This design comes from an exercise in tuning for small area on the open sky130 flow, not from production work.
Function was checked by simulation only, so behaviour that the tests miss may differ from the original.

==> flow/design.v (outline; a module is shown in full before it is edited, if it fits) <==
// module fa_mac_unit: 1436 lines
// module fa_mac_fa: 4 lines
// module fa_mac_ha: 4 lines
// module fa_mac_and: 3 lines
// module fa_mac_slot: 53 lines
module fa_mac_slot (
    input  wire         clk,
    input  wire         gsr,
    input  wire         gwe,
    input  wire [63:0]  x,
    input  wire [63:0]  y,
    input  wire [3:0]   ce,
    input  wire [3:0]   rst,
    input  wire [3:0]   aclr,
    input  wire [3:0]   sub,
    input  wire [7:0]   op_mode,
    input  wire [3:0]   sign_x,
    input  wire [3:0]   sign_y,
    input  wire [3:0]   frac,
    input  wire [3:0]   in_delay,
    input  wire [7:0]   rnd,
    input  wire [3:0]   sat,
    input  wire [7:0]   out_fmt,
    input  wire [39:0]  cin,
    output wire [39:0]  cout,
    output wire [159:0] out
);
  // ...
==> flow/flow/run.sh <==
#!/bin/bash
# The standard layout (the standard.sh: standard synthesis, floorplan,
# placement, CTS, routing), except that the buffers placed on the input and
# output ports are the smallest buffer cell instead of the default delay cell.
set -euo pipefail
export BUFFER_PORTS_ARGS="-buffer_cell sky130_fd_sc_hd__buf_1"
bash standard.sh > standard.log 2>&1
==> flow/standard.sh <==
#!/bin/bash
# synth_recipe.tcl (not shown) runs the flow's synth.tcl, then flattens the netlist and writes it again
# the make line also repeats each setting of config.mk as NAME=value (left out here)
make -C /OpenROAD-flow-scripts/flow DESIGN_CONFIG=/design/flow/config.mk WORK_HOME=/design/flow/orfs CLKGATE_MAP_FILE= SYNTH_SCRIPT=/design/flow/synth_recipe.tcl "${@:-finish}"
==> flow/config.mk <==
export PLATFORM = sky130hd
export DESIGN_NAME = fa_mac_slot
export DESIGN_NICKNAME = fa_mac_slot
export VERILOG_FILES = /design/flow/design.v
export SDC_FILE = /design/flow/constraint.sdc
export NUM_CORES = 4
export LEC_CHECK = 0
export CAP_MARGIN = 20
export CORE_MARGIN = 2
export CORE_UTILIZATION = 60
export CTS_BUF_LIST = sky130_fd_sc_hd__clkbuf_4 sky130_fd_sc_hd__clkbuf_8
export SLEW_MARGIN = 20
export SYNTH_HIERARCHICAL = 1
export SYNTH_MINIMUM_KEEP_SIZE = 0
==> flow/constraint.sdc <==
create_clock -name core_clock -period 12.0 [get_ports {clk}]
set_input_delay 2.4000 -clock core_clock [delete_from_list [all_inputs] [get_ports {clk}]]
set_output_delay 2.4000 -clock core_clock [all_outputs]
set_load 0.01 [all_outputs]
==> impl_metrics.toml, run 1 <==
[placement]
place_ws_ns = 1.323
post_dp_cell_area_um2 = 66800
post-dp-hpwl_um = 139000

[timing]
relSlewSlack_pct = 21.82
fin_hold_ws_ns = 0.4112
hold_viol_final = 0

[detailed_routing]
via_per_inst = 6.401
maxUsedRoutingLayer = "met5"
wl_met1_um = 74760
drtIter0Drc = 4579

[global_routing]
grt_busiest_layer = "met2"
grt_pass1_vias = 48710

[yosys]
synthSimpleGateAreaFrac_pct = 8.321
yosys_register_bits = 608
synth.top_cells.by_area = "edfxtp_1 (27%), fa_1 (22%), xnor2_1 (9.0%)"

[cts]
ctsHoldBuffers = 0
clk_pin_slew_worst_paths_ns = 0.07
clk_latency_ns = 0.81

[layout]
seq_share_pct = 25.91
drive_above_1_share_pct = 11.21
regMostFlops = "g_unit.unit.z3"
multiInputGateArea_um2 = 43540
nFillCells = 8688

[setup_path]
cp_data_required_time_ns = 12.52
critPathLaunchType = "register"
crit_family = "adder cells"
endpoint = "g_unit[0].unit.p2[0]$_DFFE_PP_"
critical-path-max-stage-delay_ns = 0.89
critPathSlowestCell = "xnor2_2"
cp.depth = 25
r2r_start = "g_unit[0].unit.frac_r$_DFF_P_"

[floorplan]
tap_cells = 1403
die_h_um = 332.0
start_util_pct = 60.37

[outcome]
status = "finished clean"
==> run 2: changes to the inputs <==
--- a/flow/design.v
+++ b/flow/design.v
@@ -16,20 +16,20 @@
     input  wire [1:0]  rnd,
     input  wire        sat,
     input  wire [1:0]  out_fmt,
     input  wire [39:0] cin,
     output wire [39:0] cout,
     output reg  [39:0] out
 );
     reg  [1:0] mode_r;
-    reg        sign_x_r, sign_y_r, frac_r, sat_r;
+    reg        sign_x_r, sign_y_r, frac_r;
     always @(posedge clk) begin
         mode_r <= op_mode; sign_x_r <= sign_x; sign_y_r <= sign_y;
-        frac_r <= frac;    sat_r <= sat;
+        frac_r <= frac;
     end
     wire clear   = gsr | (gwe & rst);
     wire advance = gwe & ce & ~rst & ~gsr;
     wire load    = advance | clear;
     reg [15:0] x0, y0;
     reg        aclr0, sub0, k0;
     always @(posedge clk) begin
         if (advance) begin
@@ -37,24 +37,24 @@
         end
     end
     always @(posedge clk) begin
         if (clear)        k0 <= 1'b1;
         else if (advance) k0 <= 1'b0;
     end
     reg [15:0] x1, y1;
     reg        aclr1, sub1, k1;
+    wire s1_d = advance & in_delay;
+    wire s1_x = advance & ~in_delay;
+    wire s1_h = ~advance;
     always @(posedge clk) begin
-        if (advance) begin
-            if (in_delay) begin
-                x1 <= x0; y1 <= y0; aclr1 <= aclr0; sub1 <= sub0;
-            end else begin
-                x1 <= x;  y1 <= y;  aclr1 <= aclr;  sub1 <= sub;
-            end
-        end
+        x1    <= (x0 & {16{s1_d}})  | (x & {16{s1_x}})  | (x1 & {16{s1_h}});
+        y1    <= (y0 & {16{s1_d}})  | (y & {16{s1_x}})  | (y1 & {16{s1_h}});
+        aclr1 <= (aclr0 & s1_d)     | (aclr & s1_x)     | (aclr1 & s1_h);
+        sub1  <= (sub0 & s1_d)      | (sub & s1_x)      | (sub1 & s1_h);
     end
     always @(posedge clk) begin
         if (clear)        k1 <= 1'b1;
         else if (advance) k1 <= in_delay & k0;
     end
     wire [34:0] v;
   wire m_yp0;
   wire m_yp1;
@@ -1108,30 +1108,33 @@
   assign v[30] = m_418;
   assign v[31] = m_420;
   assign v[32] = m_422;
   assign v[33] = m_424;
   assign v[34] = m_426;
     wire p_2_31 = (x1 == 16'h8000) & (y1 == 16'h8000) & ~(sign_x_r ^ sign_y_r);
     wire over_p = ~v[34] & (v[33] | v[32] | v[31]);
     wire over_n = (v[34] & ~(v[33] & v[32] & v[31])) | p_2_31;
-    wire over   = frac_r & sat_r & (sub1 ? over_n : over_p);
+    wire over   = frac_r & sat & (sub1 ? over_n : over_p);
     wire kill   = k1 | clear;
     wire p_zero = over | kill;                
     wire p_one_hi = over & ~kill & sub1;      
     wire p_one_lo = over & ~kill & ~sub1;     
     wire p_one_0  = over & ~kill;             
-    wire [34:0] p_next;
-    assign p_next[34:31] = (v[34:31] & {4{~p_zero}}) | {4{p_one_hi}};
-    assign p_next[30:1]  = (v[30:1] & {30{~p_zero}}) | {30{p_one_lo}};
-    assign p_next[0]     = (v[0] & ~p_zero) | p_one_0;
+    wire p_v   = load & ~p_zero;
+    wire p_h   = ~load;
+    wire p_1hi = load & p_one_hi;
+    wire p_1lo = load & p_one_lo;
+    wire p_10  = load & p_one_0;
     reg [34:0] p2;
     reg        aclr2;
     always @(posedge clk) begin
-        if (load) p2 <= p_next;
+        p2[34:31] <= (v[34:31] & {4{p_v}})  | (p2[34:31] & {4{p_h}})  | {4{p_1hi}};
+        p2[30:1]  <= (v[30:1] & {30{p_v}})  | (p2[30:1] & {30{p_h}})  | {30{p_1lo}};
+        p2[0]     <= (v[0] & p_v)           | (p2[0] & p_h)           | p_10;
     end
     always @(posedge clk) begin
         if (clear)        aclr2 <= 1'b0;
         else if (advance) aclr2 <= aclr1 & ~k1;
     end
     reg  [39:0] z3;
     wire sel_z = (mode_r == 2'b01) & ~aclr2;
     wire sel_c = (mode_r == 2'b10);
@@ -1402,25 +1405,27 @@
   assign sum[33] = a_79;
   assign sum[34] = a_81;
   assign sum[35] = a_83;
   assign sum[36] = a_85;
   assign sum[37] = a_87;
   assign sum[38] = a_89;
   assign sum[39] = a_91;
   assign sum40 = base[39] ^ p2[34] ^ a_94;
-    wire ovf    = sat_r & (sum40 ^ sum[39]);
+    wire ovf    = sat & (sum40 ^ sum[39]);
     wire z_zero = ovf | clear;
     wire z_one_hi = ovf & ~clear & sum40;
     wire z_one_lo = ovf & ~clear & ~sum40;
-    wire [39:0] z_next;
-    assign z_next[39]   = (sum[39] & ~z_zero) | z_one_hi;
-    assign z_next[38:0] = (sum[38:0] & {39{~z_zero}}) | {39{z_one_lo}};
+    wire z_s   = load & ~z_zero;
+    wire z_h   = ~load;
+    wire z_1hi = load & z_one_hi;
+    wire z_1lo = load & z_one_lo;
     always @(posedge clk) begin
-        if (load) z3 <= z_next;
+        z3[39]   <= (sum[39] & z_s)            | (z3[39] & z_h)            | z_1hi;
+        z3[38:0] <= (sum[38:0] & {39{z_s}})    | (z3[38:0] & {39{z_h}})    | {39{z_1lo}};
     end
     assign cout = z3;
     wire in_range = (z3[39:31] == 9'h000) | (z3[39:31] == 9'h1FF);
     wire clamp    = sat & ~in_range;
     wire [31:0] out32 = clamp ? {z3[39], {31{~z3[39]}}} : z3[31:0];
     wire inc_hu = (rnd == 2'b01) & z3[15];
     wire inc_cv = (rnd == 2'b10) & z3[15] & ((z3[14:0] != 15'd0) | z3[16]);
     wire inc    = (inc_hu | inc_cv) & ~(sat & (z3[31:16] == 16'h7FFF));
==> flow/config.mk (replaced) <==
export PLATFORM = sky130hd
export DESIGN_NAME = fa_mac_slot
export DESIGN_NICKNAME = fa_mac_slot
export VERILOG_FILES = /design/flow/design.v
export SDC_FILE = /design/flow/constraint.sdc
export NUM_CORES = 4
export LEC_CHECK = 0
export CAP_MARGIN = 20
export CORE_MARGIN = 2
export CORE_UTILIZATION = 70
export CTS_BUF_LIST = sky130_fd_sc_hd__clkbuf_4 sky130_fd_sc_hd__clkbuf_8
export CTS_CLUSTER_DIAMETER = 50
export CTS_CLUSTER_SIZE = 12
export SLEW_MARGIN = 20
export SYNTH_HIERARCHICAL = 1
export SYNTH_MINIMUM_KEEP_SIZE = 0
==> run 2 against run 1 <==
Effect of this change: via count rose by 7.2%; fmax down 2.7%; wire length is 1.6% lower; first-iteration DRC count rose by 53%; die area down 18%; utilization rose by 11 points; non-clock buffer count is 43 higher; area after synthesis shrank 4.8%; clock-buffer cell count is 45 lower; critical endpoint is now g_unit[2].unit.p2[14]$_DFF_P_.
==> impl_metrics.toml, run 2 <==
[layout]
layout_common_cells = "xnor2_1 (880), fa_1 (696), a22oi_1 (480)"
num-nets-final = 7335
fin_util_pct = 75.43
largest_register_ffs = 160
area_growth_pct = 6.654
fin_area_um2 = 65540
layout_commonest_cell = "xnor2_1"
largestRegisters = "g_unit.unit.z3 (160), g_unit.unit.p2 (140)"
nFillCells = 6223
drive_above_1_share_pct = 7.030
regMostFlops = "g_unit.unit.z3"

[cts]
cts_resized = 0
cts_root_buf = "clkbuf_8"
cts_sinks = 604
cts_made_buffers = 78
cts_max_path_buffers = 3
cts_tree = "done"
htreeDepth = 3
ctsHoldBuffers = 0
clk_latency_ns = 0.79
clk_pin_slew_worst_paths_ns = 0.08
post-cts-setup-buffer-count = 0

[worst_hold_path]
holdPathEnd = "g_unit[3].unit.k0$_SDFFE_PP1P_"
min_from = "g_unit[3].unit.k0$_SDFFE_PP1P_"
hold_depth = 2
min_path_type = "reg -> reg"

[outcome]
status = "finished clean"

[yosys]
synth-seq-area-share_pct = 21.89
postSynthCellCount = 6128
yosys.cell_types.count = 55
yosys_register_bits = 604
synth.top_cells.by_area = "fa_1 (23%), dfxtp_1 (15%), xnor2_1 (13%)"
synth_edf_count = 136
synthesis.nets = 7223
synth_area_um2 = 61450
yosysWarningCount = 8
syn_avg_cell_area_um2 = 10.03
synth_common_cells = "xnor2_1 (888), fa_1 (696), clkbuf_1 (488)"
synthArstFlopShare_pct = 0
synth_top_area_share_pct = 22.67
synth_flop_cell = "dfxtp_1"
post-synth-top-count-cell = "xnor2_1"
yosysTopAreaCell = "fa_1"

[global_routing]
grt_pass1_vias = 49270
grt_use_total_pct = 42.09
antenna_found_initial = 8
grt_max_degree = 77
grt_overflow_total = 0
grt_first_pass_wirelength_um = 294500

[timing]
hold_viol_final = 0
fin_crit_ns = 10.55
tightest_slew_ns = 1.134
final_max_slew_viol_count = 0
period_share_pct = 87.94
setup_tns_ns = 0
fin_skew_ns = 0.05025
relSlewSlack_pct = 24.02
rsz0062_at_grt = "false"
setup_viol = 0
max_freq_ghz = 0.09477

[floorplan]
die_h_um = 300.3
pin_count = 431
placeableCoreArea_um2 = 86890
die_w_um = 300.3
start_util_pct = 70.73
dieArea_um2 = 90180
rows = 108

[placement]
port_buffers = 430
place_congestion = 1.006
post_dp_cell_area_um2 = 63740
post-dp-hpwl_um = 140900

[setup_path]
rrSetupSlack_ns = 1.45
critPathLaunchType = "register"
critPathMaxFanout = 34
critPathKind = "reg -> reg"
r2r_start = "g_unit[2].unit.frac_r$_DFF_P_"
critPathLaunch = "g_unit[2].unit.frac_r$_DFF_P_"
reg2reg_depth = 26
endpoint_kind = "register"
reg2reg_to = "g_unit[2].unit.p2[14]$_DFF_P_"
cp_data_required_time_ns = 12.68
arrival_ns = 11.23

[detailed_routing]
via_count = 51180
drt-pass1-iter-count = 6
drtAntennaViolNets = 0
wirelength_um = 191300
drc = 0
via_per_inst = 6.855
drtIter0Drc = 6988
avgRoutedWirePerCell_um = 25.63

[run]
cap_violations = 0
run 2: changes by cell type in the layout (fill, tap and decap cells not counted), sizes merged, moves of 68 or more:
cell / change
edfxtp: -436
dfxtp: +432
a221o: +296
xnor2: +192
xor2: -184
nand2: +144
mux2: -136
mux2i: +136
o21ai: +88
a21oi: -72
inv: -68
run 2: how the worst max path moves through the flow:
stage                                    end  slack [ns]  cells past startpoint
6_report       g_unit[2].unit.p2[14]$_DFF_P_        1.45                     26
3_3_place_gp   g_unit[0].unit.z3[10]$_DFF_P_        1.65                     23
4_1_cts        g_unit[2].unit.p2[14]$_DFF_P_        1.48                     26
3_5_place_dp    g_unit[2].unit.p2[5]$_DFF_P_        1.46                     26
2_1_floorplan  g_unit[0].unit.z3[36]$_DFF_P_        2.33                     23
5_1_grt        g_unit[2].unit.p2[28]$_DFF_P_        1.01                     28
run 2: worst max-delay path: stages, from the launching register on:
cell,delay [ns]
dfxtp_1,0.97
buf_4,0.36
mux2i_1,0.14
xnor2_2,0.70
xnor2_1,0.22
fa_1,0.51
fa_1,0.46
fa_1,0.54
fa_1,0.42
ha_1,0.21
fa_1,0.39
fa_1,0.39
fa_1,0.39
fa_1,0.39
fa_1,0.39
fa_1,0.41
fa_1,0.41
fa_1,0.39
fa_1,0.47
and2_1,0.21
a21o_1,0.26
a32o_1,0.28
or4_4,0.52
a21boi_4,0.16
a311oi_4,0.27
buf_4,0.38
a221o_1,0.22
run 2: final cells by class:
class,count,area (um^2),area share [%]
clock inverters,38,426.7,0.6510
well taps,1155,1445,2.205
clock buffers,104,1294,1.974
diodes,8,20.02,0.03054
multi-input cells,4784,45260,69.05
inverters,144,540.5,0.8247
repair buffers,628,3104,4.736
flip-flops and latches,604,13450,20.53
run 2: cell families after synthesis:
| logic type | Yosys count | synth area share, % |
|---|---|---|
| xor gates and xnor gates | 992 | 14.47 |
| adders and majority gates | 864 | 26.09 |
| and+or+nand+nor | 1120 | 9.471 |
| AOI/OAI and AO/OA | 1608 | 20.00 |
| muxes | 200 | 3.258 |
| DFF | 604 | 21.89 |
| buffers and inverters | 740 | 4.813 |
run 2: layer usage:
layer	part of all wire, %	vias up	track usage [%]
met1	38	25190	58.27
li1	-	22100	-
met2	45	3358	64.18
met5	0.024	-	0
met4	4.3	8	15.35
met3	13	523	10.67
run 2: modules after synthesis, one instance, submodules excluded, excerpt:
module	flops+latches	area (um^2)	copies in the design
fa_mac_unit	151	11290	4
fa_mac_ha	0	12.51	108
fa_mac_fa	0	20.02	696
fa_mac_and	0	6.256	160
run 2: through the flow:
stage	cells	hold WS, ns	setup slack, ns
after CTS	7455	0.4484	1.478
after global routing	7463	0.4665	1.007
after global placement	7312	0.4321	1.648
final	7465	0.4467	1.448
after floorplan	6128	0.4209	2.328
after detailed placement	7313	0.4377	1.457
==> run 3: changes to the inputs <==
--- a/flow/config.mk
+++ b/flow/config.mk
@@ -9,8 +9,8 @@
 export CORE_MARGIN = 2
 export CORE_UTILIZATION = 70
 export CTS_BUF_LIST = sky130_fd_sc_hd__clkbuf_4 sky130_fd_sc_hd__clkbuf_8
-export CTS_CLUSTER_DIAMETER = 50
-export CTS_CLUSTER_SIZE = 12
+export CTS_CLUSTER_DIAMETER = 70
+export CTS_CLUSTER_SIZE = 18
 export SLEW_MARGIN = 20
 export SYNTH_HIERARCHICAL = 1
 export SYNTH_MINIMUM_KEEP_SIZE = 0
==> run 3 against run 2 <==
Effect of this change: still clean on timing, DRC and antenna; global-route usage is 0.29 points lower; area after synthesis stayed put; clock-buffer cell count is 42 lower; die area stayed put; wire length is 0.51% lower; cell area is 1.0% lower.
==> impl_metrics.toml, run 3 <==
[setup_path]
reg2reg_to = "g_unit[2].unit.p2[14]$_DFF_P_"
critPathLaunchType = "register"
endpoint_kind = "register"
critPathKind = "reg -> reg"
rrSetupSlack_ns = 1.43
cp_data_required_time_ns = 12.70
arrival_ns = 11.27
critPathMaxFanout = 34
reg2reg_depth = 26
r2r_start = "g_unit[2].unit.frac_r$_DFF_P_"

[detailed_routing]
drt-pass1-iter-count = 8
wl_met1_um = 73540
maxUsedRoutingLayer = "met5"
avgRoutedWirePerCell_um = 25.70
wl_met2_um = 84940
wl_met3_um = 23830
wirelength_um = 190400
drtIter0Drc = 6741
via_count = 50720
drc = 0
via_per_inst = 6.849
drtAntennaViolNets = 0

[global_routing]
grt_use_total_pct = 41.80
grt_pass1_vias = 48910
grt_max_degree = 77
antenna_found_initial = 8
grt_overflow_total = 0
grt_first_pass_wirelength_um = 292900

[floorplan]
pin_count = 431
dieArea_um2 = 90180
placeableCoreArea_um2 = 86890
die_h_um = 300.3
rows = 108
die_w_um = 300.3
start_util_pct = 70.73

[timing]
tightest_slew_ns = 1.184
setup_viol = 0
hold_viol_final = 0
period_share_pct = 88.09
rsz0062_at_grt = "false"
fin_crit_ns = 10.57
fin_hold_ws_ns = 0.4501
fin_skew_ns = 0.04117
relSlewSlack_pct = 20.21
max_freq_ghz = 0.09460
final_max_slew_viol_count = 0
setup_tns_ns = 0
layout_setup_ws_ns = 1.430

[yosys]
post-synth-top-count-cell = "xnor2_1"
synth.top_cells.by_area = "fa_1 (23%), dfxtp_1 (15%), xnor2_1 (13%)"
synth-seq-area-share_pct = 21.89
yosys.cell_types.count = 55
synthArstFlopShare_pct = 0
synth_edf_count = 136
synth_top_area_share_pct = 22.67
postSynthCellCount = 6128
yosysWarningCount = 8
yosysTopAreaCell = "fa_1"
synth_common_cells = "xnor2_1 (888), fa_1 (696), clkbuf_1 (488)"
synth_area_um2 = 61450
yosys_register_bits = 604
syn_avg_cell_area_um2 = 10.03
synth_flop_cell = "dfxtp_1"
synthesis.nets = 7223

[layout]
layout_common_cells = "xnor2_1 (880), fa_1 (696), a22oi_1 (480)"
num-nets-final = 7308
largestRegisters = "g_unit.unit.z3 (160), g_unit.unit.p2 (140)"
largest_register_ffs = 160
fin_area_um2 = 64870
fin_util_pct = 74.66
area_growth_pct = 5.558
regMostFlops = "g_unit.unit.z3"
stdcell_count = 7406
drive_above_1_share_pct = 6.211
layout_commonest_cell = "xnor2_1"

[cts]
cts_resized = 0
post-cts-setup-buffer-count = 0
ctsHoldBuffers = 0
htreeDepth = 2
cts_root_buf = "clkbuf_8"
clk_pin_slew_worst_paths_ns = 0.11
cts_tree = "done"
cts_sinks = 604
cts_max_path_buffers = 3
cts_made_buffers = 48
clk_latency_ns = 0.79

[placement]
port_buffers = 430
place_congestion = 1.006
post-dp-hpwl_um = 140900
dpl.cell_count = 7313
place_ws_ns = 1.457
post_dp_cell_area_um2 = 63740

[worst_hold_path]
min_from = "g_unit[3].unit.k0$_SDFFE_PP1P_"
holdPathEnd = "g_unit[3].unit.k0$_SDFFE_PP1P_"
min_path_type = "reg -> reg"
hold_depth = 2

[outcome]
status = "finished clean"

[run]
cap_violations = 0
-- run 3: cell counts after synthesis --
No cell type changed its count.
-- run 3: worst max-delay path by stage --
stage | from | end | slack (ns) | depth (start not counted)
after CTS | g_unit[2].unit.frac_r$_DFF_P_ | g_unit[2].unit.p2[14]$_DFF_P_ | 1.47 | 26
after global placement | cin[0] | g_unit[0].unit.z3[10]$_DFF_P_ | 1.65 | 23
after global routing | g_unit[2].unit.frac_r$_DFF_P_ | g_unit[2].unit.p2[14]$_DFF_P_ | 0.98 | 28
after detailed placement | g_unit[2].unit.frac_r$_DFF_P_ | g_unit[2].unit.p2[5]$_DFF_P_ | 1.46 | 26
after floorplan | cin[0] | g_unit[0].unit.z3[36]$_DFF_P_ | 2.33 | 23
final | g_unit[2].unit.frac_r$_DFF_P_ | g_unit[2].unit.p2[14]$_DFF_P_ | 1.43 | 26
-- run 3: final cells by class --
cell class / instances / area [um^2]
antenna: 4 / 10.01
clock buffer: 62 / 772.0
clock inverter: 22 / 259.0
fill: 6326 / 22020
inverter: 144 / 540.5
multi-input combinational: 4784 / 45240
sequential: 604 / 13450
tap: 1155 / 1445
timing repair buffer: 631 / 3147
-- run 3: worst max-delay path: stages, from the launching register on --
cell and delay [ns]:
dfxtp_1 0.98, buf_4 0.36, mux2i_1 0.14, xnor2_2 0.71, xnor2_1 0.24, fa_1 0.54
fa_1 0.41, fa_1 0.54, fa_1 0.42, ha_1 0.21, fa_1 0.39, fa_1 0.39
fa_1 0.39, fa_1 0.39, fa_1 0.39, fa_1 0.41, fa_1 0.41, fa_1 0.39
fa_1 0.47, and2_1 0.21, a21o_1 0.26, a32o_1 0.28, or4_4 0.52, a21boi_4 0.16
a311oi_4 0.27, buf_4 0.37, a221o_1 0.21
-- run 3: per-module statistics from Yosys (local to each module, per instance), excerpt --
| module | cells inside | area (um^2) | times used | flip-flops and latches |
|---|---|---|---|---|
| fa_mac_and | 1 | 6.256 | 160 | 0 |
| fa_mac_unit | 1291 | 11290 | 4 | 151 |
| fa_mac_fa | 1 | 20.02 | 696 | 0 |
| fa_mac_ha | 1 | 12.51 | 108 | 0 |
-- run 3: per-layer routing --
layer	vias up	global-route usage [%]
met4	8	15.75
met1	24950	58.15
met2	3275	63.65
met5	-	0
met3	475	10.01
li1	22020	-
-- run 3: cell families after synthesis --
kind of cell    after synthesis  share of synthesized area, %
buf+inv                     740                         4.813
compound gates             1608                         20.00
xor+xnor                    992                         14.47
mux                         200                         3.258
simple gates               1120                         9.471
fa+ha+maj                   864                         26.09
flops                       604                         21.89
==> run 4: changes to the inputs <==
--- a/flow/config.mk
+++ b/flow/config.mk
@@ -9,8 +9,8 @@
 export CORE_MARGIN = 2
 export CORE_UTILIZATION = 70
 export CTS_BUF_LIST = sky130_fd_sc_hd__clkbuf_4 sky130_fd_sc_hd__clkbuf_8
-export CTS_CLUSTER_DIAMETER = 70
-export CTS_CLUSTER_SIZE = 18
+export CTS_CLUSTER_DIAMETER = 60
+export CTS_CLUSTER_SIZE = 15
 export SLEW_MARGIN = 20
 export SYNTH_HIERARCHICAL = 1
 export SYNTH_MINIMUM_KEEP_SIZE = 0
==> run 4 against run 3 <==
Effect of this change: largest cell class unchanged; die area stayed put; clock skew is 0.012 ns higher; flip-flop and latch count stayed put; setup slack better by 0.017 ns; critical path type unchanged; highest routed layer unchanged; first-iteration DRC count is 1.6% higher; cell area is 0.46% higher.
==> impl_metrics.toml, run 4 <==
[timing]
setup_viol = 0
relSlewSlack_pct = 19.53
fin_crit_ns = 10.55
rsz0062_at_grt = "false"
period_share_pct = 87.94
fin_skew_ns = 0.05286
final_max_slew_viol_count = 0
tightest_slew_ns = 1.194
max_freq_ghz = 0.09476
hold_viol_final = 0
setup_tns_ns = 0

[run]
cap_violations = 0

[layout]
area_growth_pct = 6.041
seq_area_um2 = 13450
largestRegisters = "g_unit.unit.z3 (160), g_unit.unit.p2 (140)"
layout_commonest_cell = "xnor2_1"
nFillCells = 6273
largest_register_ffs = 160
drive_above_1_share_pct = 6.615
num-nets-final = 7318
multiInputGateArea_um2 = 45250
stdcell_count = 7436
regMostFlops = "g_unit.unit.z3"
layout_common_cells = "xnor2_1 (880), fa_1 (696), a22oi_1 (480)"

[yosys]
syn_avg_cell_area_um2 = 10.03
synth_top_area_share_pct = 22.67
post-synth-top-count-cell = "xnor2_1"
synthArstFlopShare_pct = 0
yosysTopAreaCell = "fa_1"
yosysWarningCount = 8
synth.top_cells.by_area = "fa_1 (23%), dfxtp_1 (15%), xnor2_1 (13%)"
yosys.cell_types.count = 55
synth_flop_cell = "dfxtp_1"
synthMuxAreaShare_pct = 3.258
synth-compound-area-share_pct = 20.00
synthesis.nets = 7223
synth_area_um2 = 61450
synth_xor_xnor_area_share_pct = 14.47
postSynthCellCount = 6128
yosys_register_bits = 604
synth_common_cells = "xnor2_1 (888), fa_1 (696), clkbuf_1 (488)"
synth-seq-area-share_pct = 21.89
synthSimpleGateAreaFrac_pct = 9.471
synth_fa_ha_area_share_pct = 26.09
synth_top_family_by_area = "adder cells"
synth_edf_count = 136

[setup_path]
rrSetupSlack_ns = 1.45
endpoint_kind = "register"
critPathLaunchType = "register"
arrival_ns = 11.32
critPathMaxFanout = 34
cp_data_required_time_ns = 12.76
critPathKind = "reg -> reg"

[floorplan]
die_h_um = 300.3
placeableCoreArea_um2 = 86890
start_util_pct = 70.73
pin_count = 431
rows = 108
die_w_um = 300.3
dieArea_um2 = 90180

[cts]
ctsHoldBuffers = 0
clk_latency_ns = 0.83
post-cts-setup-buffer-count = 0
cts_made_buffers = 61
htreeDepth = 2
cts_tree = "done"
cts_root_buf = "clkbuf_8"
cts_max_path_buffers = 3
clk_pin_slew_worst_paths_ns = 0.10
cts_resized = 0
cts_sinks = 604

[placement]
post-dp-hpwl_um = 140900
port_buffers = 430
dpl.cell_count = 7313
place_congestion = 1.006

[detailed_routing]
drtAntennaViolNets = 0
drt-pass1-iter-count = 9
via_count = 50900
drc = 0
via_per_inst = 6.844
drtIter0Drc = 6852
wirelength_um = 190900
avgRoutedWirePerCell_um = 25.68

[global_routing]
grt_use_total_pct = 41.90
grt_first_pass_wirelength_um = 294000
grt_max_degree = 77
grt_overflow_total = 0
antenna_found_initial = 9
grt_pass1_vias = 49250

[worst_hold_path]
min_path_type = "reg -> reg"

[outcome]
status = "finished clean"
-- run 4: worst paths after layout --
path	startpoint	end	cells past startpoint
setup reg to reg	g_unit[2].unit.frac_r$_DFF_P_	g_unit[2].unit.p2[14]$_DFF_P_	26
setup / recovery	g_unit[2].unit.frac_r$_DFF_P_	g_unit[2].unit.p2[14]$_DFF_P_	26
hold reg to reg	g_unit[3].unit.k0$_SDFFE_PP1P_	g_unit[3].unit.k0$_SDFFE_PP1P_	2
hold / removal	g_unit[3].unit.k0$_SDFFE_PP1P_	g_unit[3].unit.k0$_SDFFE_PP1P_	2
-- run 4: per-stage QoR --
| step | setup slack, ns | cell area [um^2] | hold slack [ns] | util (%) |
|---|---|---|---|---|
| after CTS | 1.485 | 65100 | 0.4497 | 74.93 |
| after global placement | 1.648 | 63740 | 0.4321 | 73.35 |
| after detailed placement | 1.457 | 63740 | 0.4377 | 73.36 |
| final | 1.447 | 65170 | 0.4477 | 75.00 |
| after global routing | 1.011 | 65160 | 0.4711 | 74.99 |
| after floorplan | 2.328 | 61450 | 0.4209 | - |
-- run 4: modules after synthesis, one instance, submodules excluded, a selection --
module	cells	area, um^2
fa_mac_ha	1	12.51
fa_mac_fa	1	20.02
fa_mac_unit	1291	11290
fa_mac_and	1	6.256
-- run 4: logic make-up after synthesis --
logic type | count (synthesis)
compound gates | 1608
mux | 200
buf+inv | 740
flops | 604
fa+ha+maj | 864
xor+xnor | 992
simple gates | 1120
-- run 4: worst max-delay path: stages (launching register included) --
cell,delay (ns)
dfxtp_1,0.98
buf_4,0.36
mux2i_1,0.14
xnor2_2,0.70
xnor2_1,0.24
fa_1,0.54
fa_1,0.41
fa_1,0.54
fa_1,0.42
ha_1,0.21
fa_1,0.39
fa_1,0.39
fa_1,0.39
fa_1,0.39
fa_1,0.39
fa_1,0.41
fa_1,0.41
fa_1,0.39
fa_1,0.47
and2_1,0.21
a21o_1,0.26
a32o_1,0.28
or4_4,0.52
a21boi_4,0.16
a311oi_4,0.27
buf_4,0.38
a221o_1,0.21
-- run 4: cell type report --
cell class                 instances  share of cell area (%)
clock inverter                    33                  0.5453
sequential                       604                   20.64
antenna                            7                 0.02688
tap                             1155                   2.218
timing repair buffer             628                   4.764
inverter                         144                  0.8294
multi-input combinational       4784                   69.44
clock buffer                      81                   1.538
-- run 4: layer usage --
metal,global-route usage [%],wire [um]
met5,0,40
met4,15.04,8031
met3,10.71,24360
met2,63.71,85170
met1,58.22,73330
==> run 5: changes to the inputs <==
--- a/flow/config.mk
+++ b/flow/config.mk
@@ -7,10 +7,11 @@
 export LEC_CHECK = 0
 export CAP_MARGIN = 20
 export CORE_MARGIN = 2
-export CORE_UTILIZATION = 70
+export CORE_UTILIZATION = 80
 export CTS_BUF_LIST = sky130_fd_sc_hd__clkbuf_4 sky130_fd_sc_hd__clkbuf_8
 export CTS_CLUSTER_DIAMETER = 60
 export CTS_CLUSTER_SIZE = 15
+export PLACE_DENSITY = 0.85
 export SLEW_MARGIN = 20
 export SYNTH_HIERARCHICAL = 1
 export SYNTH_MINIMUM_KEEP_SIZE = 0
==> run 5 against run 4 <==
Effect of this change: non-clock buffer count fell by 4; still clean on timing, DRC and antenna; setup slack got worse by 0.0056 ns; wire length rose by 3.4%; die area fell by 12%.
==> impl_metrics.toml, run 5 <==
[outcome]
status = "finished clean"

[timing]
tightest_slew_ns = 1.206
rsz0062_at_grt = "false"
fin_crit_ns = 10.56
hold_viol_final = 0
setup_viol = 0
max_freq_ghz = 0.09471
relSlewSlack_pct = 19.24
period_share_pct = 87.99
setup_tns_ns = 0
layout_setup_ws_ns = 1.441
fin_skew_ns = 0.03397
final_max_slew_viol_count = 0

[layout]
layout_common_cells = "xnor2_1 (880), fa_1 (696), a22oi_1 (480)"
largestRegisters = "g_unit.unit.z3 (160), g_unit.unit.p2 (140)"
fin_util_pct = 85.40
layout_commonest_cell = "xnor2_1"
nFillCells = 4098
area_growth_pct = 5.538
regMostFlops = "g_unit.unit.z3"
num-nets-final = 7309
drive_above_1_share_pct = 6.283
largest_register_ffs = 160

[global_routing]
grt_overflow_total = 0
grt_max_degree = 77
antenna_found_initial = 11
grt_use_total_pct = 49.32
grt_first_pass_wirelength_um = 301700
grt_pass1_vias = 52700

[cts]
ctsHoldBuffers = 0
post-cts-setup-buffer-count = 0
htreeDepth = 2
cts_resized = 0
cts_sinks = 604
cts_max_path_buffers = 3
cts_made_buffers = 56
cts_root_buf = "clkbuf_8"
cts_tree = "done"
clk_pin_slew_worst_paths_ns = 0.10
clk_latency_ns = 0.74

[floorplan]
rows = 101
placeableCoreArea_um2 = 75950
dieArea_um2 = 79050
start_util_pct = 80.91
die_h_um = 281.2
die_w_um = 281.2
pin_count = 431

[yosys]
synthMuxAreaShare_pct = 3.258
synth-compound-area-share_pct = 20.00
synth_top_family_by_area = "adder cells"
yosys_register_bits = 604
synth_common_cells = "xnor2_1 (888), fa_1 (696), clkbuf_1 (488)"
synthArstFlopShare_pct = 0
synth.top_cells.by_area = "fa_1 (23%), dfxtp_1 (15%), xnor2_1 (13%)"
syn_avg_cell_area_um2 = 10.03
synth-seq-area-share_pct = 21.89
synth_flop_cell = "dfxtp_1"
synthesis.nets = 7223
yosys.cell_types.count = 55
post-synth-top-count-cell = "xnor2_1"
yosysTopAreaCell = "fa_1"
synthSimpleGateAreaFrac_pct = 9.471
yosysWarningCount = 8
postSynthCellCount = 6128
synth_area_um2 = 61450
synth_xor_xnor_area_share_pct = 14.47
synth_top_area_share_pct = 22.67
synth_fa_ha_area_share_pct = 26.09
synth_edf_count = 136

[placement]
place_ws_ns = 1.552
post-dp-hpwl_um = 142500
place_congestion = 1.036
port_buffers = 430

[setup_path]
reg2reg_depth = 27
endpoint_kind = "register"
critPathLaunchType = "register"
arrival_ns = 11.23
r2r_start = "g_unit[1].unit.frac_r$_DFF_P_"
cp_data_required_time_ns = 12.67
critPathMaxFanout = 34
critPathKind = "reg -> reg"
reg2reg_to = "g_unit[1].unit.p2[4]$_DFF_P_"
rrSetupSlack_ns = 1.44

[worst_hold_path]
holdPathEnd = "g_unit[3].unit.k0$_SDFFE_PP1P_"
min_from = "g_unit[3].unit.k0$_SDFFE_PP1P_"
hold_depth = 2
min_path_type = "reg -> reg"

[detailed_routing]
wirelength_um = 197300
via_count = 53520
via_per_inst = 7.341
drtIter0Drc = 8421
drtAntennaViolNets = 0
avgRoutedWirePerCell_um = 27.07
drt-pass1-iter-count = 8
drc = 0

[run]
cap_violations = 0
==> run 5: final cells by class <==
class                      count  area [um^2]  share of cell area (%)
timing repair buffer         624         3073                   4.738
multi-input combinational   4784        45250                   69.77
inverter                     144        540.5                  0.8334
tap                         1030         1289                   1.987
antenna                        6        15.01                 0.02315
clock buffer                  78        942.2                   1.453
clock inverter                21        292.8                  0.4514
sequential                   604        13450                   20.74
==> run 5: critical path, stage by stage (launching register included) <==
cell and delay, ns:
dfxtp_1 0.68, buf_4 0.43, mux2i_1 0.35, xnor2_2 0.14
buf_4 0.35, xnor2_1 0.13, ha_1 0.31, fa_1 0.45
fa_1 0.41, fa_1 0.40, fa_1 0.44, fa_1 0.41
fa_1 0.39, fa_1 0.38, fa_1 0.38, fa_1 0.39
fa_1 0.38, fa_1 0.38, fa_1 0.40, fa_1 0.40
fa_1 0.62, a21o_1 0.37, a32o_1 0.29, or4_4 0.52
a21boi_4 0.16, a311oi_4 0.28, buf_4 0.38, a221o_1 0.23
==> run 5: kinds of logic after synthesis <==
logic type | count (synthesis)
adders and majority gates | 864
and+or+nand+nor | 1120
AOI/OAI and AO/OA | 1608
buffers and inverters | 740
DFF | 604
xor gates and xnor gates | 992
muxes | 200
==> run 5: through the flow <==
step	std cells	hold slack, ns	instance area [um^2]
3_5_place_dp	7184	0.4333	63550
6_report	7291	0.4455	64860
2_1_floorplan	6128	0.4209	61450
3_3_place_gp	7183	0.4312	63540
4_1_cts	7283	0.4462	64790
5_1_grt	7289	0.4684	64850
==> run 5: Yosys stat by module, one instance, submodules excluded, a selection <==
| module | flip-flops and latches | cells inside | copies in the design |
|---|---|---|---|
| fa_mac_unit | 151 | 1291 | 4 |
| fa_mac_ha | 0 | 1 | 108 |
| fa_mac_fa | 0 | 1 | 696 |
| fa_mac_and | 0 | 1 | 160 |
==> run 5: worst max path at each step <==
stage	from	endpoint
6_report	g_unit[1].unit.frac_r$_DFF_P_	g_unit[1].unit.p2[4]$_DFF_P_
5_1_grt	g_unit[1].unit.frac_r$_DFF_P_	g_unit[1].unit.p2[13]$_DFF_P_
3_3_place_gp	cin[0]	g_unit[0].unit.z3[1]$_DFF_P_
2_1_floorplan	cin[0]	g_unit[0].unit.z3[36]$_DFF_P_
4_1_cts	g_unit[2].unit.frac_r$_DFF_P_	g_unit[2].unit.p2[10]$_DFF_P_
3_5_place_dp	g_unit[2].unit.frac_r$_DFF_P_	g_unit[2].unit.p2[10]$_DFF_P_
==> run 5: per-layer routing <==
metal  up-vias  GRT usage, %  part of all wire [%]
met5         -             0                 0.044
met4        12         28.69                   7.5
met3      1156         15.16                    15
met2      4602         74.88                    44
met1     25760         62.54                    34
li1      21990             -                     -
==> run 6: changes to the inputs <==
--- a/flow/config.mk
+++ b/flow/config.mk
@@ -11,7 +11,6 @@
 export CTS_BUF_LIST = sky130_fd_sc_hd__clkbuf_4 sky130_fd_sc_hd__clkbuf_8
 export CTS_CLUSTER_DIAMETER = 60
 export CTS_CLUSTER_SIZE = 15
-export PLACE_DENSITY = 0.85
 export SLEW_MARGIN = 20
 export SYNTH_HIERARCHICAL = 1
 export SYNTH_MINIMUM_KEEP_SIZE = 0
==> run 6 against run 5 <==
Effect of this change: final cell count did not move; hold slack did not move; fmax did not move; area after synthesis did not move; synthesized cell count did not move; die area did not move; register-to-register slack barely moved; clock-buffer cell count did not move; critical path depth did not move; first-iteration DRC count did not move; critical endpoint unchanged; highest routed layer unchanged.
==> impl_metrics.toml, run 6 <==
[setup_path]
crit_family = "adder cells"
arrival_ns = 11.23
critPathSlowestCell = "dfxtp_1"
critPathMaxFanout = 34
critPathKind = "reg -> reg"
cp_num_buf_inv = 3
cp.depth = 27
critical-path-max-stage-delay_ns = 0.68
cp_data_required_time_ns = 12.67
path_common_cell = "fa_1"
critPathLaunchType = "register"
endpoint_kind = "register"
reg2reg_depth = 27

[cts]
cts_resized = 0
cts_tree = "done"
post-cts-setup-buffer-count = 0
htreeDepth = 2
cts_sinks = 604
cts_root_buf = "clkbuf_8"
clk_latency_ns = 0.74
cts_made_buffers = 56
ctsHoldBuffers = 0
clk_pin_slew_worst_paths_ns = 0.10
cts_max_path_buffers = 3

[global_routing]
use_met1_pct = 62.54
antenna_found_initial = 11
grtUsageMet2_pct = 74.88
grtUsageMet3_pct = 15.16
grt_max_degree = 77
grt_pass1_vias = 52700
grt_busiest_layer = "met2"
grt_use_total_pct = 49.32
grt_overflow_total = 0
grt_first_pass_wirelength_um = 301700

[timing]
fin_skew_ns = 0.03397
period_share_pct = 87.99
tightest_slew_ns = 1.206
final_max_slew_viol_count = 0
setup_viol = 0
setup_tns_ns = 0
fin_crit_ns = 10.56
max_freq_ghz = 0.09471
hold_viol_final = 0
relSlewSlack_pct = 19.24
rsz0062_at_grt = "false"

[floorplan]
pin_count = 431
dieArea_um2 = 79050
die_h_um = 281.2
start_util_pct = 80.91
die_w_um = 281.2
placeableCoreArea_um2 = 75950
rows = 101

[detailed_routing]
wirelength_um = 197300
drtIter0Drc = 8421
via_per_inst = 7.341
drtAntennaViolNets = 0
via_count = 53520
drt-pass1-iter-count = 8
drc = 0
avgRoutedWirePerCell_um = 27.07

[yosys]
synth_top_area_share_pct = 22.67
yosysWarningCount = 8
synthArstFlopShare_pct = 0
postSynthCellCount = 6128
synth_common_cells = "xnor2_1 (888), fa_1 (696), clkbuf_1 (488)"
synth_flop_cell = "dfxtp_1"
synth-seq-area-share_pct = 21.89
yosysTopAreaCell = "fa_1"
synth.top_cells.by_area = "fa_1 (23%), dfxtp_1 (15%), xnor2_1 (13%)"
synth_edf_count = 136
synth_area_um2 = 61450
yosys.cell_types.count = 55
post-synth-top-count-cell = "xnor2_1"
syn_avg_cell_area_um2 = 10.03
synthesis.nets = 7223
yosys_register_bits = 604

[run]
cap_violations = 0

[worst_hold_path]
hold_depth = 2
min_path_type = "reg -> reg"

[placement]
port_buffers = 430
place_congestion = 1.036
post-dp-hpwl_um = 142500

[layout]
largest_register_ffs = 160
area_growth_pct = 5.538
nFillCells = 4098
fin_util_pct = 85.40
layout_commonest_cell = "xnor2_1"
layout_common_cells = "xnor2_1 (880), fa_1 (696), a22oi_1 (480)"
drive_above_1_share_pct = 6.283
largestRegisters = "g_unit.unit.z3 (160), g_unit.unit.p2 (140)"
num-nets-final = 7309
regMostFlops = "g_unit.unit.z3"

[outcome]
status = "finished clean"
-- run 6: cell counts after synthesis --
No cell type changed its count.
-- run 6: worst paths after layout --
path / startpoint / end / slack (ns)
max: g_unit[1].unit.frac_r$_DFF_P_ / g_unit[1].unit.p2[4]$_DFF_P_ / 1.44
min: g_unit[3].unit.k0$_SDFFE_PP1P_ / g_unit[3].unit.k0$_SDFFE_PP1P_ / 0.45
max reg2reg: g_unit[1].unit.frac_r$_DFF_P_ / g_unit[1].unit.p2[4]$_DFF_P_ / 1.44
min reg2reg: g_unit[3].unit.k0$_SDFFE_PP1P_ / g_unit[3].unit.k0$_SDFFE_PP1P_ / 0.45
-- run 6: cells by family (layout without fill, tap and decap cells) --
logic type	Yosys count	after routing	share of synthesized area, %
AND/OR/NAND/NOR	1120	1120	9.471
adder cells (fa/ha/maj)	864	864	26.09
buffers and inverters	740	867	4.813
multiplexers	200	200	3.258
other	0	6	0
XOR/XNOR	992	992	14.47
AO/OA/AOI/OAI	1608	1608	20.00
flip-flops	604	604	21.89
-- run 6: cell type report --
cell class,instances,area (um^2),area share [%]
multi-input cells,4784,45250,69.77
clock buffers,78,942.2,1.453
repair buffers,624,3073,4.738
flip-flops and latches,604,13450,20.74
well taps,1030,1289,1.987
clock inverters,21,292.8,0.4514
diodes,6,15.01,0.02315
inverters,144,540.5,0.8334
-- run 6: worst register-to-register path: stages (launching register included) --
cell	delay (ns)
dfxtp_1	0.68
buf_4	0.44
mux2i_1	0.36
xnor2_2	0.14
buf_4	0.35
xnor2_1	0.15
ha_1	0.31
fa_1	0.45
fa_1	0.41
fa_1	0.40
fa_1	0.44
fa_1	0.41
fa_1	0.39
fa_1	0.38
fa_1	0.38
fa_1	0.39
fa_1	0.38
fa_1	0.38
fa_1	0.40
fa_1	0.40
fa_1	0.62
a21o_1	0.37
a32o_1	0.29
or4_4	0.52
a21boi_4	0.16
a311oi_4	0.28
buf_4	0.38
a221o_1	0.25
-- run 6: Yosys stat by module, one instance, submodules excluded, excerpt --
module | cells | times used | flops+latches
fa_mac_and | 1 | 160 | 0
fa_mac_fa | 1 | 696 | 0
fa_mac_ha | 1 | 108 | 0
fa_mac_unit | 1291 | 4 | 151
-- run 6: stage by stage --
stage               hold WS [ns]  std cells  area (um^2)  setup slack [ns]
CTS                       0.4462       7283        64790             1.563
finish                    0.4455       7291        64860             1.441
detailed placement        0.4333       7184        63550             1.552
global route              0.4684       7289        64850             1.139
global placement          0.4312       7183        63540             1.736
floorplan                 0.4209       6128        61450             2.328
-- run 6: metal layers --
layer,vias up,share of wire (%),wire [um]
met5,-,0.044,86
met4,12,7.5,14870
met3,1156,15,29320
met2,4602,44,86460
met1,25760,34,66600
li1,21990,-,-
==> run 7: changes to the inputs <==
--- a/flow/config.mk
+++ b/flow/config.mk
@@ -8,9 +8,9 @@
 export CAP_MARGIN = 20
 export CORE_MARGIN = 2
 export CORE_UTILIZATION = 80
-export CTS_BUF_LIST = sky130_fd_sc_hd__clkbuf_4 sky130_fd_sc_hd__clkbuf_8
-export CTS_CLUSTER_DIAMETER = 60
-export CTS_CLUSTER_SIZE = 15
+export CTS_BUF_LIST = sky130_fd_sc_hd__clkbuf_16
+export CTS_CLUSTER_DIAMETER = 80
+export CTS_CLUSTER_SIZE = 30
 export SLEW_MARGIN = 20
 export SYNTH_HIERARCHICAL = 1
 export SYNTH_MINIMUM_KEEP_SIZE = 0
==> run 7 against run 6 <==
Effect of this change: register-to-register slack lost 0.10 ns; clock skew grew 0.013 ns; setup slack worse by 0.10 ns; non-clock buffer count stayed put; via count increased by 0.33%; highest routed layer unchanged; still clean; critical path depth down 1; hold slack improved by 0.0012 ns.
==> impl_metrics.toml, run 7 <==
[outcome]
status = "finished clean"

[yosys]
synthArstFlopShare_pct = 0
synth_top_area_share_pct = 22.67
synth-seq-area-share_pct = 21.89
synthesis.nets = 7223
synth_edf_count = 136
synth_common_cells = "xnor2_1 (888), fa_1 (696), clkbuf_1 (488)"
synth-compound-area-share_pct = 20.00
post-synth-top-count-cell = "xnor2_1"
postSynthCellCount = 6128
yosys_register_bits = 604
yosys.cell_types.count = 55
syn_avg_cell_area_um2 = 10.03
yosysTopAreaCell = "fa_1"
yosysWarningCount = 8
synth_fa_ha_area_share_pct = 26.09
synthSimpleGateAreaFrac_pct = 9.471
synth_flop_cell = "dfxtp_1"
synth.top_cells.by_area = "fa_1 (23%), dfxtp_1 (15%), xnor2_1 (13%)"
synthMuxAreaShare_pct = 3.258
synth_xor_xnor_area_share_pct = 14.47
synth_top_family_by_area = "adder cells"
synth_area_um2 = 61450

[detailed_routing]
drt-pass1-iter-count = 12
via_per_inst = 7.401
via_count = 53700
drtIter0Drc = 9000
drc = 0
wirelength_um = 199300
avgRoutedWirePerCell_um = 27.47
drtAntennaViolNets = 0

[global_routing]
antenna_found_initial = 11
grt_overflow_total = 0
grt_max_degree = 77
grt_first_pass_wirelength_um = 304800
grt_pass1_vias = 52880
grt_use_total_pct = 49.92

[timing]
max_freq_ghz = 0.09379
rsz0062_at_grt = "false"
tightest_slew_ns = 1.190
relSlewSlack_pct = 20.27
setup_viol = 0
final_max_slew_viol_count = 0
setup_tns_ns = 0
fin_crit_ns = 10.66
hold_viol_final = 0
fin_skew_ns = 0.04744
period_share_pct = 88.85

[layout]
largest_register_ffs = 160
drive_above_1_share_pct = 5.692
layout_commonest_cell = "xnor2_1"
regMostFlops = "g_unit.unit.z3"
fin_util_pct = 85.51
nFillCells = 4087
layout_common_cells = "xnor2_1 (880), fa_1 (696), a22oi_1 (480)"
area_growth_pct = 5.678
num-nets-final = 7289
largestRegisters = "g_unit.unit.z3 (160), g_unit.unit.p2 (140)"

[floorplan]
die_h_um = 281.2
start_util_pct = 80.91
die_w_um = 281.2
dieArea_um2 = 79050
pin_count = 431
rows = 101
placeableCoreArea_um2 = 75950

[placement]
port_buffers = 430
place_congestion = 1.036
post-dp-hpwl_um = 142500

[worst_hold_path]
min_path_type = "reg -> reg"

[setup_path]
critPathSlowestCell = "a31oi_1"
arrival_ns = 11.21
critPathMaxFanout = 34
cp_data_required_time_ns = 12.55
cp_num_buf_inv = 2
critical-path-max-stage-delay_ns = 0.77
endpoint_kind = "register"
path_common_cell = "fa_1"
critPathKind = "reg -> reg"
critPathLaunchType = "register"
crit_family = "adder cells"

[cts]
ctsHoldBuffers = 0
post-cts-setup-buffer-count = 0
cts_sinks = 604
clk_pin_slew_worst_paths_ns = 0.10
clk_latency_ns = 0.63
cts_resized = 0
cts_made_buffers = 36
htreeDepth = 2
cts_tree = "done"
cts_root_buf = "clkbuf_16"
cts_max_path_buffers = 3

[run]
cap_violations = 0
==> run 7: cell counts after synthesis <==
Identical to the previous run, type by type.
==> run 7: path summary, 6_finish.rpt <==
kind                                                     start  slack (ns)  depth (start not counted)                              to
worst max-delay path             g_unit[2].unit.frac_r$_DFF_P_        1.34                         26   g_unit[2].unit.p2[10]$_DFF_P_
worst min-delay path            g_unit[3].unit.k0$_SDFFE_PP1P_        0.45                          2  g_unit[3].unit.k0$_SDFFE_PP1P_
worst min register to register  g_unit[3].unit.k0$_SDFFE_PP1P_        0.45                          2  g_unit[3].unit.k0$_SDFFE_PP1P_
worst max register to register   g_unit[2].unit.frac_r$_DFF_P_        1.34                         26   g_unit[2].unit.p2[10]$_DFF_P_
==> run 7: modules after synthesis (local to each module, per instance), excerpt <==
module       cell area, um^2  flops+latches
fa_mac_unit            11290            151
fa_mac_fa              20.02              0
fa_mac_ha              12.51              0
fa_mac_and             6.256              0
==> run 7: cell type report <==
class | count | area [um^2] | share of cell area, %
clock inverter | 26 | 395.4 | 0.6088
clock buffer | 37 | 925.9 | 1.426
sequential | 604 | 13450 | 20.71
multi-input combinational | 4784 | 45250 | 69.68
antenna | 6 | 15.01 | 0.02312
tap | 1030 | 1289 | 1.984
timing repair buffer | 624 | 3073 | 4.732
inverter | 144 | 540.5 | 0.8323
==> run 7: logic make-up after synthesis <==
family / count (synthesis)
compound gates: 1608
xor+xnor: 992
fa+ha+maj: 864
buf+inv: 740
flops: 604
mux: 200
simple gates: 1120
==> run 7: worst reg2reg max path, cell delays in order (launching register included) <==
cell and delay (ns):
dfxtp_1 0.63, buf_4 0.32, nor3_1 0.08, a31oi_1 0.77
a22oi_1 0.22, xnor2_1 0.54, fa_1 0.57, fa_1 0.45
fa_1 0.51, fa_1 0.45, fa_1 0.45, fa_1 0.39
fa_1 0.39, fa_1 0.39, fa_1 0.39, fa_1 0.40
fa_1 0.39, fa_1 0.39, fa_1 0.49, and2_1 0.22
a21o_1 0.26, a32o_1 0.28, or4_4 0.53, a21boi_4 0.16
a311oi_4 0.29, buf_4 0.40, a221o_1 0.25
==> run 7: metal layers <==
layer / GRT usage, % / wire (um) / vias up
met5: 0 / 87 / -
met2: 75.41 / 86860 / 4637
li1: - / - / 21960
met4: 29.12 / 15490 / 12
met1: 63.54 / 67380 / 25810
met3: 15.42 / 29440 / 1275
==> run 7: per-stage QoR <==
stage / worst slack [ns] / instance area, um^2 / hold WS, ns / cells
5_1_grt: 1.017 / 64940 / 0.4682 / 7252
4_1_cts: 1.547 / 64870 / 0.4479 / 7247
2_1_floorplan: 2.328 / 61450 / 0.4209 / 6128
3_3_place_gp: 1.736 / 63540 / 0.4312 / 7183
3_5_place_dp: 1.552 / 63550 / 0.4333 / 7184
6_report: 1.338 / 64940 / 0.4467 / 7255

## separate check: timing with driven ports
Ports are ideal in the flow. The routed layouts listed here were re-timed in OpenROAD. Step 1 sets driving cells, clkbuf_16 on the clock port and buf_2 on the other inputs (assumed; they add their load-dependent delay and slew). Step 2 also shifts input and output timing later by t, the mid clock arrival at the registers, as if the neighbouring blocks saw the same clock. Three values: no drivers, after step 1, after step 2; two values: the first two.
| run | shift t [ns] | setup WS [ns] | hold slack, ns | pins driven straight from the clock port |
|---|---|---|---|---|
| run 1 | 0.877 | 1.730 / 1.730 / 1.277 | 0.411 / 0.411 / 0.411 | 1 |
| run 2 | 0.832 | 1.448 / 1.448 / 1.448 | 0.447 / 0.447 / 0.447 | 1 |
| run 3 | 0.843 | 1.430 / 1.430 / 1.430 | 0.450 / 0.450 / 0.450 | 1 |
| run 4 | 0.879 | 1.447 / 1.447 / 1.447 | 0.448 / 0.448 / 0.448 | 1 |
| run 5 | 0.808 | 1.441 / 1.441 / 1.441 | 0.445 / 0.445 / 0.445 | 1 |
| run 6 | 0.808 | 1.441 / 1.441 / 1.441 | 0.445 / 0.445 / 0.445 | 1 |
| run 7 | 0.683 | 1.338 / 1.338 / 1.338 | 0.447 / 0.447 / 0.447 | 1 |
After both steps setup and hold are still met in every run listed. The setup slack of run 1, which loses most, moves by 0.000 ns with the drivers and by -0.453 ns with both steps.
